What follows belongs to an exercise in optimizing a design on an open flow for small area and a short achievable clock period; a production flow would make more cautious choices.
Only simulation tests tie the RTL to the original design; equivalence was not proved.
Power figures rest on the tool's default switching activity, not on a simulated workload.

==> flow/design.v (outline; a module is shown in full before it is edited, if it fits) <==
// module sab: 641 lines
module sab (
    input  wire        clk,
    input  wire        rst,         
    input  wire        ce,          
    input  wire        load,        
    input  wire        sub,         
    input  wire [13:0] a,
    input  wire [13:0] d,
    input  wire [13:0] b,
    input  wire [4:0]  ea,
    input  wire [4:0]  eb,
    input  wire        cfg_asign,
    input  wire        cfg_bsign,
    input  wire        cfg_preadd,
    input  wire        cfg_scaled,
    input  wire [5:0]  cfg_accexp,
    input  wire        cfg_accsat,
    input  wire [1:0]  cfg_ofmt,
    input  wire [5:0]  cfg_oshift,
    input  wire [1:0]  cfg_rmode,
    input  wire        cfg_osat,
    input  wire        cfg_osign,
    output reg  [41:0] out,
    output reg  [4:0]  oexp,
    output reg         satf,
    output reg         accov
);
  // ...
==> flow/run.sh <==
#!/bin/bash
# synth_recipe.tcl (not shown) runs the flow's synth.tcl, then flattens the netlist and writes it again
# the make line also repeats each setting of config.mk as NAME=value (left out here)
make -C /OpenROAD-flow-scripts/flow DESIGN_CONFIG=/design/flow/config.mk WORK_HOME=/design/flow/orfs CLKGATE_MAP_FILE= SYNTH_SCRIPT=/design/flow/synth_recipe.tcl finish
==> flow/config.mk <==
export PLATFORM = sky130hd
export DESIGN_NAME = sab
export DESIGN_NICKNAME = sab
export VERILOG_FILES = /design/flow/design.v
export SDC_FILE = /design/flow/constraint.sdc
export NUM_CORES = 4
export LEC_CHECK = 0
export CAP_MARGIN = 20
export CORE_MARGIN = 2
export CORE_UTILIZATION = 40
export PLACE_DENSITY = 0.6
export SLEW_MARGIN = 20
==> flow/constraint.sdc <==
create_clock -name core_clock -period 16.0 [get_ports {clk}]
set_input_delay 3.2000 -clock core_clock [delete_from_list [all_inputs] [get_ports {clk}]]
set_output_delay 3.2000 -clock core_clock [all_outputs]
set_load 0.01 [all_outputs]
==> results_tabular.tex, run 1 <==
\begin{tabular}{lr}
\hline
Metric & Value \\
\hline
\multicolumn{2}{l}{\textbf{Run status}} \\
\quad Run status & timing/DRC/antenna clean \\
\multicolumn{2}{l}{\textbf{Floorplan}} \\
\quad Initial core utilization & 0.403 \\
\quad Std-Cell Core Area & 85100 um\^{}2 \\
\quad Top-level I/O count & 129 \\
\multicolumn{2}{l}{\textbf{Placed design}} \\
\quad Number of instances in the placed design & 5284 \\
\quad Placed wire-length estimate & a little under 90 mm \\
\multicolumn{2}{l}{\textbf{Cells and area}} \\
\quad Sequential cell count of the final layout & roughly 310 \\
\quad Area added between synthesis and finish & 8.96\% \\
\quad Final-layout clock buffer total & 57 \\
\quad Util after Layout & 0.439 \\
\quad Max-area cell class & multi-input combinational cells \\
\quad Count of non-CTS buffers in the layout & between 150 and 200 \\
\quad Max reg flops & 43 \\
\quad Net count of the finished layout & roughly 4600 \\
\quad Signal buf overhead & 0.0444 \\
\quad Total area of multi-input combinational cells & approximately 26000 um\^{}2 \\
\multicolumn{2}{l}{\textbf{Worst setup path}} \\
\quad Most common cell on crit path & o21ai\_0 \\
\quad Stages on worst setup path & 17 \\
\quad Arrival @ worst endpoint & about 7500 ps \\
\multicolumn{2}{l}{\textbf{Global route}} \\
\quad GR met2 Demand/Resource & 0.427 \\
\multicolumn{2}{l}{\textbf{Power and ir drop}} \\
\quad Relative contribution of sequential cells to total power & 0.257 \\
\quad Total net switching power & 0.00204 W \\
\multicolumn{2}{l}{\textbf{Yosys}} \\
\quad Proportion of synthesized chip area in sequential cells & 0.179 \\
\quad Main area contributors after synthesis & dfxtp\_1 18\%, fa\_1 11\%, mux2i\_1 6.1\% \\
\quad Mux contribution to synthesized area & 0.126 \\
\quad Syn avg cell area & 8.02 um\^{}2 \\
\quad Dominant combinational cell family by area after synthesis & simple AND/OR/NAND/NOR gates \\
\multicolumn{2}{l}{\textbf{Run}} \\
\quad Max-cap violations & 0 \\
\multicolumn{2}{l}{\textbf{Routing}} \\
\quad Post-detailed-route count of antenna-violating nets & 0 \\
\quad Iteration-0 DRC count of the detailed router & 3090 \\
\quad Number of vias in the routed layout & 32200 \\
\quad First-pass DRT Iterations & 6 \\
\multicolumn{2}{l}{\textbf{CTS}} \\
\quad Reg clk slew, reported paths & roughly 60 ps \\
\quad Post-CTS Repair Setup Buffers & 0 \\
\quad Hold\_buf cts & 0 \\
\multicolumn{2}{l}{\textbf{Min path}} \\
\quad Tightest Hold Check Type & reg -> reg \\
\hline
\end{tabular}
==> run 2: changes to the inputs <==
--- a/flow/design.v
+++ b/flow/design.v
@@ -48,31 +48,37 @@
                     + cfg_oshift;                                         
     end
     wire c_near = c_even | c_up;
     wire [15:0] a_x   = {{2{c_as & a[13]}}, a};
     wire [15:0] d_x   = {{2{c_as & d[13]}}, d};
     wire [15:0] d_t   = c_pre ? (d_x ^ {16{sub}}) : 16'd0;
     wire [16:0] pre_c = {a_x, 1'b1} + {d_t, c_pre & sub};    
     wire [15:0] pre_w = pre_c[16:1];
+    reg         v0, v1, v2;
+    always @(posedge clk) begin
+        if (rst) begin
+            v0 <= 1'b0; v1 <= 1'b0; v2 <= 1'b0;
+        end else if (ce) begin
+            v0 <= 1'b1; v1 <= v0; v2 <= v1;
+        end
+    end
     reg  [15:0] pre_q;
-    reg  [13:0] b_q;
+    reg  [14:0] b_q;      
     reg  [5:0]  ep_q;
     reg         load_q;
     always @(posedge clk) begin
-        if (rst) begin
-            pre_q <= 16'd0; b_q <= 14'd0; ep_q <= 6'd0; load_q <= 1'b0;
-        end else if (ce) begin
+        if (ce) begin
             pre_q  <= pre_w;
-            b_q    <= b;
+            b_q    <= {c_bs & b[13], b};
             ep_q   <= {1'b0, ea} + {1'b0, eb};
             load_q <= load;
         end
     end
-    wire [14:0] b_y = {c_bs & b_q[13], b_q};
+    wire [14:0] b_y = b_q;
     wire m_s1 = (pre_q[0] & b_y[13]) ^ (pre_q[1] & b_y[12]);
     wire m_c2 = (pre_q[0] & b_y[13]) & (pre_q[1] & b_y[12]);
     wire m_s3 = ~(pre_q[0] & b_y[14]) ^ (pre_q[1] & b_y[13]) ^ (pre_q[2] & b_y[12]);
     wire m_c4 = (~(pre_q[0] & b_y[14]) & (pre_q[1] & b_y[13])) | (~(pre_q[0] & b_y[14]) & (pre_q[2] & b_y[12])) | ((pre_q[1] & b_y[13]) & (pre_q[2] & b_y[12]));
     wire m_s5 = (pre_q[3] & b_y[11]) ^ (pre_q[4] & b_y[10]) ^ (pre_q[5] & b_y[9]);
     wire m_c6 = ((pre_q[3] & b_y[11]) & (pre_q[4] & b_y[10])) | ((pre_q[3] & b_y[11]) & (pre_q[5] & b_y[9])) | ((pre_q[4] & b_y[10]) & (pre_q[5] & b_y[9]));
     wire m_s7 = ~(pre_q[1] & b_y[14]) ^ (pre_q[2] & b_y[13]) ^ (pre_q[3] & b_y[12]);
     wire m_c8 = (~(pre_q[1] & b_y[14]) & (pre_q[2] & b_y[13])) | (~(pre_q[1] & b_y[14]) & (pre_q[3] & b_y[12])) | ((pre_q[2] & b_y[13]) & (pre_q[3] & b_y[12]));
@@ -466,19 +472,17 @@
     wire [6:0] ax43 = {1'b0, c_accexp} + 7'd43;
     wire [6:0] sa_w = ({1'b0, ep_q} > ax43)             ? 7'd0 :
                       ({1'b0, ep_q} + 7'd31 < {1'b0, c_accexp}) ? 7'd74 :
                       ax43 - {1'b0, ep_q};
     reg  [29:0] prod_q;
     reg  [6:0]  sa_q;
     reg         load1_q;
     always @(posedge clk) begin
-        if (rst) begin
-            prod_q <= 30'd0; sa_q <= 7'd0; load1_q <= 1'b0;
-        end else if (ce) begin
+        if (ce) begin
             prod_q  <= prod_w;
             sa_q    <= sa_w;
             load1_q <= load_q;
         end
     end
     wire signed [73:0] z_al  = {prod_q, 44'd0};
     wire        [73:0] z_sh  = z_al >>> sa_q;
     wire        [42:0] al_fl = z_sh[43:1];
@@ -493,19 +497,17 @@
         al_big = (sa_q == 7'd0) & prod_q[29];
         for (i = 0; i < 29; i = i + 1)
             if ({1'b0, sa_q} <= i + 1) al_big = al_big | p_xs[i];
     end
     wire al_up = al_hf & (c_up | (c_even & (al_st | al_fl[0])));
     reg  [42:0] al_q;
     reg         alup_q, albig_q, alneg_q, load2_q;
     always @(posedge clk) begin
-        if (rst) begin
-            al_q <= 43'd0; alup_q <= 1'b0; albig_q <= 1'b0; alneg_q <= 1'b0; load2_q <= 1'b0;
-        end else if (ce) begin
+        if (ce) begin
             al_q    <= al_fl;
             alup_q  <= al_up;
             albig_q <= al_big;
             alneg_q <= prod_q[29];
             load2_q <= load1_q;
         end
     end
     reg  [41:0] acc;
@@ -515,18 +517,19 @@
     wire        big    = c_sc & albig_q;
     wire        ld     = c_sc ? load2_q : load1_q;
     wire [43:0] base   = ld ? 44'd0 : {{2{acc[41]}}, acc};
     wire [44:0] sum_c  = {base, 1'b1} + {addend[42], addend, add_up};    
     wire [43:0] sum    = sum_c[44:1];
     wire        s_neg  = big ? alneg_q : sum[43];
     wire        ovf    = big | (sum[43:41] != 3'b000 && sum[43:41] != 3'b111);
     wire [41:0] acc_w  = (ovf & c_accsat) ? {s_neg, {41{~s_neg}}} : sum[41:0];
+    wire        v_in   = c_sc ? v2 : v1;     
     always @(posedge clk) begin
-        if (rst) begin
+        if (rst | (ce & !v_in)) begin
             acc <= 42'd0; accov_q <= 1'b0;
         end else if (ce) begin
             acc     <= acc_w;
             accov_q <= ovf;
         end
     end
     reg  [5:0] w;
     integer    j;
@@ -550,20 +553,17 @@
     wire       fx_alt_w = acc_neg & (c_osign ? ({1'b0, w} == {1'b0, c_v} + 7'd1)
                                              : ({1'b0, w} <= {1'b0, c_oshift} + 7'd1));
     reg  [41:0] acc_d;
     reg         accov_d;
     reg  [5:0]  r_q;
     reg  [4:0]  g0_q;
     reg         c0_q, uncl_q, f32_q, fxfit_q, fxalt_q;
     always @(posedge clk) begin
-        if (rst) begin
-            acc_d <= 42'd0; accov_d <= 1'b0; r_q <= 6'd0; g0_q <= 5'd0;
-            c0_q <= 1'b1; uncl_q <= 1'b0; f32_q <= 1'b0; fxfit_q <= 1'b1; fxalt_q <= 1'b0;    
-        end else if (ce) begin
+        if (ce) begin
             acc_d   <= acc;
             accov_d <= accov_q;
             r_q     <= r_w;
             g0_q    <= g0_w;
             c0_q    <= c0_w;
             uncl_q  <= !c0_w & !c31_w;
             f32_q   <= f32_w;
             fxfit_q <= fx_fit_w;
@@ -618,17 +618,17 @@
                          (q[13:0] == 14'h2fff);                         
     wire        f31    = f32_q & c_near & hf & (q[14:0] == 15'h5fff);   
     wire        g31    = (g0_q == 5'd31);
     wire        sc_fit = c0_q | (uncl_q & !(adj_p & g31)) | f31;
     wire [4:0]  sc_exp = (adj_p & !g31) ? g0_q + 5'd1 : adj_m ? g0_q - 5'd1 : g0_q;
     wire [13:0] sc_m   = (adj_p & !g31) ? 14'd4096 : adj_m ? 14'h2000 : r[13:0];
     wire [13:0] sc_res = (sc_fit | ~c_osat) ? sc_m : (acc_d[41] ? 14'h2000 : 14'h1fff);
     always @(posedge clk) begin
-        if (rst) begin
+        if (rst | (ce & !v0)) begin
             out <= 42'd0; oexp <= 5'd0; satf <= 1'b0; accov <= 1'b0;
         end else if (ce) begin
             if (c_sc) begin
                 out  <= {{28{sc_res[13]}}, sc_res};
                 oexp <= sc_exp;
                 satf <= !sc_fit;
             end else begin
                 out  <= fx_out;
==> flow/flow/run.sh (new file) <==
#!/bin/bash
set -euo pipefail
cd "$(dirname "$0")/.."
export SETUP_SLACK_MARGIN=${SETUP_SLACK_MARGIN_OVERRIDE:-11}
bash standard.sh > flow_make.log 2>&1
==> flow/standard.sh (new file) <==
#!/bin/bash
# synth_recipe.tcl (not shown) runs the flow's synth.tcl, then flattens the netlist and writes it again
# the make line also repeats each setting of config.mk as NAME=value (left out here)
make -C /OpenROAD-flow-scripts/flow DESIGN_CONFIG=/design/flow/config.mk WORK_HOME=/design/flow/orfs CLKGATE_MAP_FILE= SYNTH_SCRIPT=/design/flow/synth_recipe.tcl "${@:-finish}"
==> flow/config.mk (replaced) <==
export PLATFORM = sky130hd
export DESIGN_NAME = sab
export DESIGN_NICKNAME = sab
export VERILOG_FILES = /design/flow/design.v
export SDC_FILE = /design/flow/constraint.sdc
export NUM_CORES = 4
export LEC_CHECK = 0
export ABC_AREA = 1
export CAP_MARGIN = 20
export CORE_MARGIN = 2
export CORE_UTILIZATION = 40
export PLACE_DENSITY = 0.6
export SLEW_MARGIN = 20
removed: flow/run.sh
==> run 2 against run 1 <==
Effect of this change:
- wire length is 6.3% lower
- core utilization is 4.9 points higher
- sequential cell count is 4 higher
- first-iteration DRC count is 28% lower
- highest routed layer is now met5
- clock skew is 8.4 ps lower
- power is 140% higher
- fmax is 21% higher
- still clean
- via count is 3.1% lower
==> results_tabular.tex, run 2 <==
\begin{tabular}{lr}
\hline
Metric & Value \\
\hline
\multicolumn{2}{l}{\textbf{Global route}} \\
\quad Pin count of the biggest net entering global routing & 78 \\
\quad Antenna violations before repair & 2 \\
\quad GRT Resource Usage Total & 0.265 \\
\quad GRT Max-Usage Layer & met2 \\
\quad First-pass GRT wire length & about 170 mm \\
\quad Number of global-route vias before repair & 30700 \\
\quad Met3 usage in global routing & 0.0286 \\
\quad Total gr overflow & 0 \\
\quad Fraction of met1 tracks used by global routing & 0.310 \\
\quad GR met2 Demand/Resource & 0.481 (+0.0544) \\
\multicolumn{2}{l}{\textbf{Worst setup path}} \\
\quad Most common cell on crit path & fa\_1 \\
\quad First element of the critical path & pre\_q[6] \\
\quad Cell family with most CP delay & adder cells \\
\quad Reg2Reg Launch Point & pre\_q[6] \\
\quad Worst-path cell chain & buf\_6 > buf\_8 > nand2\_4 > inv\_2 > fa\_1 > fa\_1 > inv\_2 > fa\_2 > inv\_2 > fa\_2 > fa\_1 > fa\_1 > ha\_4 > a21boi\_2 > o21ai\_1 > nand2\_1 > a21oi\_2 > o21bai\_2 > a31oi\_2 > o21ai\_2 > a31oi\_2 > o21ai\_1 > xor2\_1 \\
\quad Critical-path top delay cell & fa\_1 \\
\quad Buffer and inverter count on the worst path & 5 \\
\quad Arrival @ worst endpoint & 6210 ps (-1300 ps) \\
\quad Crit Path Max Fanout & 6 \\
\quad Maximum cell stage delay along the critical path & between 500 and 600 ps \\
\quad Critical path endpoint category & flop \\
\quad Nature of the critical path startpoint & flop \\
\quad Class of the most critical setup path & reg -> reg \\
\quad CP Data Required Time & 16350 ps \\
\multicolumn{2}{l}{\textbf{Placed design}} \\
\quad Total of buffers placed on input and output ports & 128 \\
\quad Worst-case setup slack after placement & about 8800 ps \\
\quad Gp weighted congestion & 0.995 \\
\quad Placed wire-length estimate & 79.6 mm (-10\%) \\
\multicolumn{2}{l}{\textbf{CTS}} \\
\quad Maximum clock path buffer count & 3 \\
\quad Hold\_buf cts & 0 (unchanged) \\
\quad Worst-Skew Late Latency & 600 ps \\
\quad Depth of the CTS H-tree & 2 \\
\quad CTS tree & done \\
\quad Reg clk slew, reported paths & 60 ps (about the same) \\
\quad Clock sink total & 311 \\
\quad Library cell used as clock root buffer & clkbuf\_16 \\
\quad Inserted Clock Buffers & 41 \\
\multicolumn{2}{l}{\textbf{Timing}} \\
\quad Unrepaired setup endpoints after global routing & true \\
\quad Pin slew with the least headroom to its limit & $\sim$940 ps \\
\quad Setup slack of the critical path after layout & approximately 10000 ps \\
\quad Final Skew & 16.6 ps \\
\quad Setup Viol. Count Final & 0 \\
\quad Fin Hold WS & 444 ps \\
\quad Number of max-slew violations in the final report & 0 \\
\quad Fraction of the cycle the final worst path needs & 0.367 \\
\quad Accumulated negative setup slack & 0 ps \\
\quad Shortest clock period the worst path allows after layout & a little under 6000 ps \\
\quad Maximum clock frequency & 0.171 GHz \\
\quad Number of endpoints with negative hold slack in the final report & 0 \\
\quad Max-slew headroom & 0.375 \\
\multicolumn{2}{l}{\textbf{Yosys}} \\
\quad Fraction of post-synthesis cell area in the top cell type by area & 0.169 \\
\quad Post-synth EDFFs & 182 \\
\quad Most common cell in the netlist & nand2\_1 \\
\quad Top cells by count, synth & 1110 x nand2\_1, 705 x inv\_1, 348 x o21ai\_0 \\
\quad Post-synth design cell area & 32400 um\^{}2 \\
\quad Post-synthesis async set-or-reset flop share & 0 \\
\quad Synthesis warning total & 1 \\
\quad Number of standard cells after synthesis & 4490 \\
\quad Main area contributors after synthesis & edfxtp\_1 17\%, nand2\_1 13\%, fa\_1 12\% \\
\quad Biggest area consumer among synthesized cells & edfxtp\_1 \\
\quad Leading register cell type out of synthesis & edfxtp\_1 \\
\quad Proportion of synthesized chip area in sequential cells & 0.248 (+0.0693) \\
\quad Number of register bits inferred by synthesis & 311 \\
\quad Syn avg cell area & 7.22 um\^{}2 (-10\%) \\
\quad Post-synth net total & 4918 \\
\quad Yosys cell types & 85 \\
\multicolumn{2}{l}{\textbf{Cells and area}} \\
\quad Layout fillers & 7962 \\
\quad Area added between synthesis and finish & 21.2\% \\
\quad Total area of multi-input combinational cells & 21300 um\^{}2 (-17\%) \\
\quad FF+latch area & 8060 um\^{}2 \\
\quad Register bank with the most flops & al\_q \\
\quad Commonest cells after routing, fill and taps aside & 1080 x nand2\_1, 671 x inv\_1, 319 x o21ai\_0, 273 x nor2\_1, 250 x a21oi\_1 \\
\quad Max reg flops & 43 (unchanged) \\
\quad Most frequent standard cell in the layout excluding fill and tap cells & nand2\_1 \\
\quad Final antenna diode count & 0 \\
\quad Net count of the finished layout & 5167 (+12\%) \\
\quad Fraction of layout instances using a drive strength above 1 & 0.148 \\
\multicolumn{2}{l}{\textbf{Routing}} \\
\quad Total routed wirelength & roughly 110 mm \\
\quad Via density per instance & 5.34 \\
\quad Iteration-0 DRC count of the detailed router & 2224 (-28\%) \\
\quad Wirelength per Cell & 19.3 um \\
\quad Number of vias in the routed layout & 31200 (-3.1\%) \\
\quad First-pass DRT Iterations & 6 (unchanged) \\
\quad Post-detailed-route count of antenna-violating nets & 0 (unchanged) \\
\quad DR DRC count & 0 \\
\multicolumn{2}{l}{\textbf{Run status}} \\
\quad Run status & timing/DRC/antenna clean \\
\multicolumn{2}{l}{\textbf{Run}} \\
\quad Max-cap violations & 0 (unchanged) \\
\multicolumn{2}{l}{\textbf{Floorplan}} \\
\quad Die area & 83300 um\^{}2 \\
\quad Die boundary width & 289 um \\
\quad Top-level I/O count & 129 (unchanged) \\
\quad Initial core utilization & 0.403 (about the same) \\
\quad Vert. Die Dim & 289 um \\
\quad Std-Cell Core Area & 80400 um\^{}2 (-5.6\%) \\
\quad Number of rows in the core area & 104 \\
\multicolumn{2}{l}{\textbf{Min path}} \\
\quad Origin of the worst min-delay path & load\_q \\
\quad Tightest Hold Check Type & reg -> reg \\
\multicolumn{2}{l}{\textbf{Power and ir drop}} \\
\quad Power per standard cell area & 277 nW/um\^{}2 \\
\quad Lkg Pwr & 18.7 nW \\
\quad Maximum vdd drop & 0.606 mV \\
\hline
\end{tabular}
==> run 2: changes by cell type after synthesis, sizes merged, moves of 52 or more <==
cell,before,now
mux4,59,0
nor2,344,292
nand3,79,149
mux2,80,0
nand2,426,1132
edfxtp,0,182
clkbuf,236,145
o21ai,250,481
dfxtp,307,129
inv,282,722
a21oi,238,290
and2,255,5
mux2i,210,41
==> run 2: cell type report <==
class,instances,area share
Timing Repair inverter,3,0.000541
Inverter,728,0.0716
Timing Repair Buffer,425,0.110
Sequential cell,311,0.205
Tap cell,1060,0.0338
Multi-Input combinational cell,3229,0.541
Clock buffer,50,0.0280
Clock inverter,25,0.00940
==> run 2: worst register-to-register path: stages (launching register included) <==
cell      delay [ps]
edfxtp_1         450
buf_6            160
buf_8            130
nand2_4           50
inv_2             30
fa_1             460
fa_1             590
inv_2             50
fa_2             530
inv_2             40
fa_2             340
fa_1             530
fa_1             450
ha_4             290
a21boi_2         160
o21ai_1          120
nand2_1          120
a21oi_2          190
o21bai_2         120
a31oi_2          240
o21ai_2          110
a31oi_2          210
o21ai_1          110
xor2_1           140
==> run 2: logic make-up after synthesis <==
family,count (synthesis),share of synthesized area
multiplexers,41,0.0127
XOR/XNOR,174,0.0470
adder cells (fa/ha/maj),348,0.178
flip-flops,311,0.248
buffers and inverters,950,0.123
AND/OR/NAND/NOR,1687,0.218
AO/OA/AOI/OAI,979,0.173
==> run 2: routing by layer <==
metal,up-vias,part of all wire
met5,-,0.00026
met4,4,0.058
met3,320,0.056
met2,1129,0.50
met1,14700,0.39
li1,15000,-
==> run 2: where the power goes <==
group,internal [W],switching (W)
logic,0.00403,0.00443
clock network,0.000623,0.000402
registers,0.00125,0.000156
==> run 2: worst paths after layout <==
| kind | to | slack [ps] | cells past startpoint |
|---|---|---|---|
| min | load1_q | 440 | 0 |
| max reg2reg | prod_q[28] | 10140 | 23 |
| max | prod_q[28] | 10140 | 23 |
| min reg2reg | load1_q | 440 | 0 |
==> run 2: repair_timing <==
| item | CTS | global route |
|---|---|---|
| buffers inserted | 188 | 57 |
| pin swaps | 101 | 104 |
| gates cloned | 9 | 2 |
| resized for setup | 231 | 177 |
| endpoints found under the setup margin | 212 | 129 |
==> run 2: metrics by stage <==
stage | area (um^2) | util | power, W | instances
after floorplan | 32700 | - | 0.00552 | 4490
after global placement | 34200 | 0.426 | 0.00680 | 5500
after detailed placement | 34200 | 0.426 | 0.00684 | 5500
after CTS | 38100 | 0.474 | 0.00959 | 5772
after global routing | 39300 | 0.489 | 0.0117 | 5831
final | 39300 | 0.489 | 0.0109 | 5831

==> separate check: timing with driven ports <==
No port has a modelled driver above. Below, the same layouts with a new extraction and two added sets of constraints.
Step 1, drivers: a clkbuf_16 drives clk and a buf_2 each remaining input, both assumed.
Step 2 moves the port delays by t, midway between the first and last clock arrival at a register: inputs arrive t later, outputs are due t later. That takes back most of the time a late clock gives input paths.
Slacks: ideal ports / drivers / drivers and shift; pairs: ideal ports / drivers.
run | t, ns | slack for setup (ns) | hold WS [ns] | worst setup path at the end | clock arrival spread, ns
run 1 | 0.639 | 8.929 / 8.929 / 8.378 | 0.443 / 0.443 / 0.443 | input to register | 0.029 / 0.030
run 2 | 0.664 | 10.136 / 10.136 / 9.644 | 0.444 / 0.444 / 0.444 | input to register | 0.019 / 0.018
After both steps every run listed still meets setup and hold. The setup slack of run 1, which loses most, moves by 0.000 ns with the drivers and by -0.551 ns with both steps.
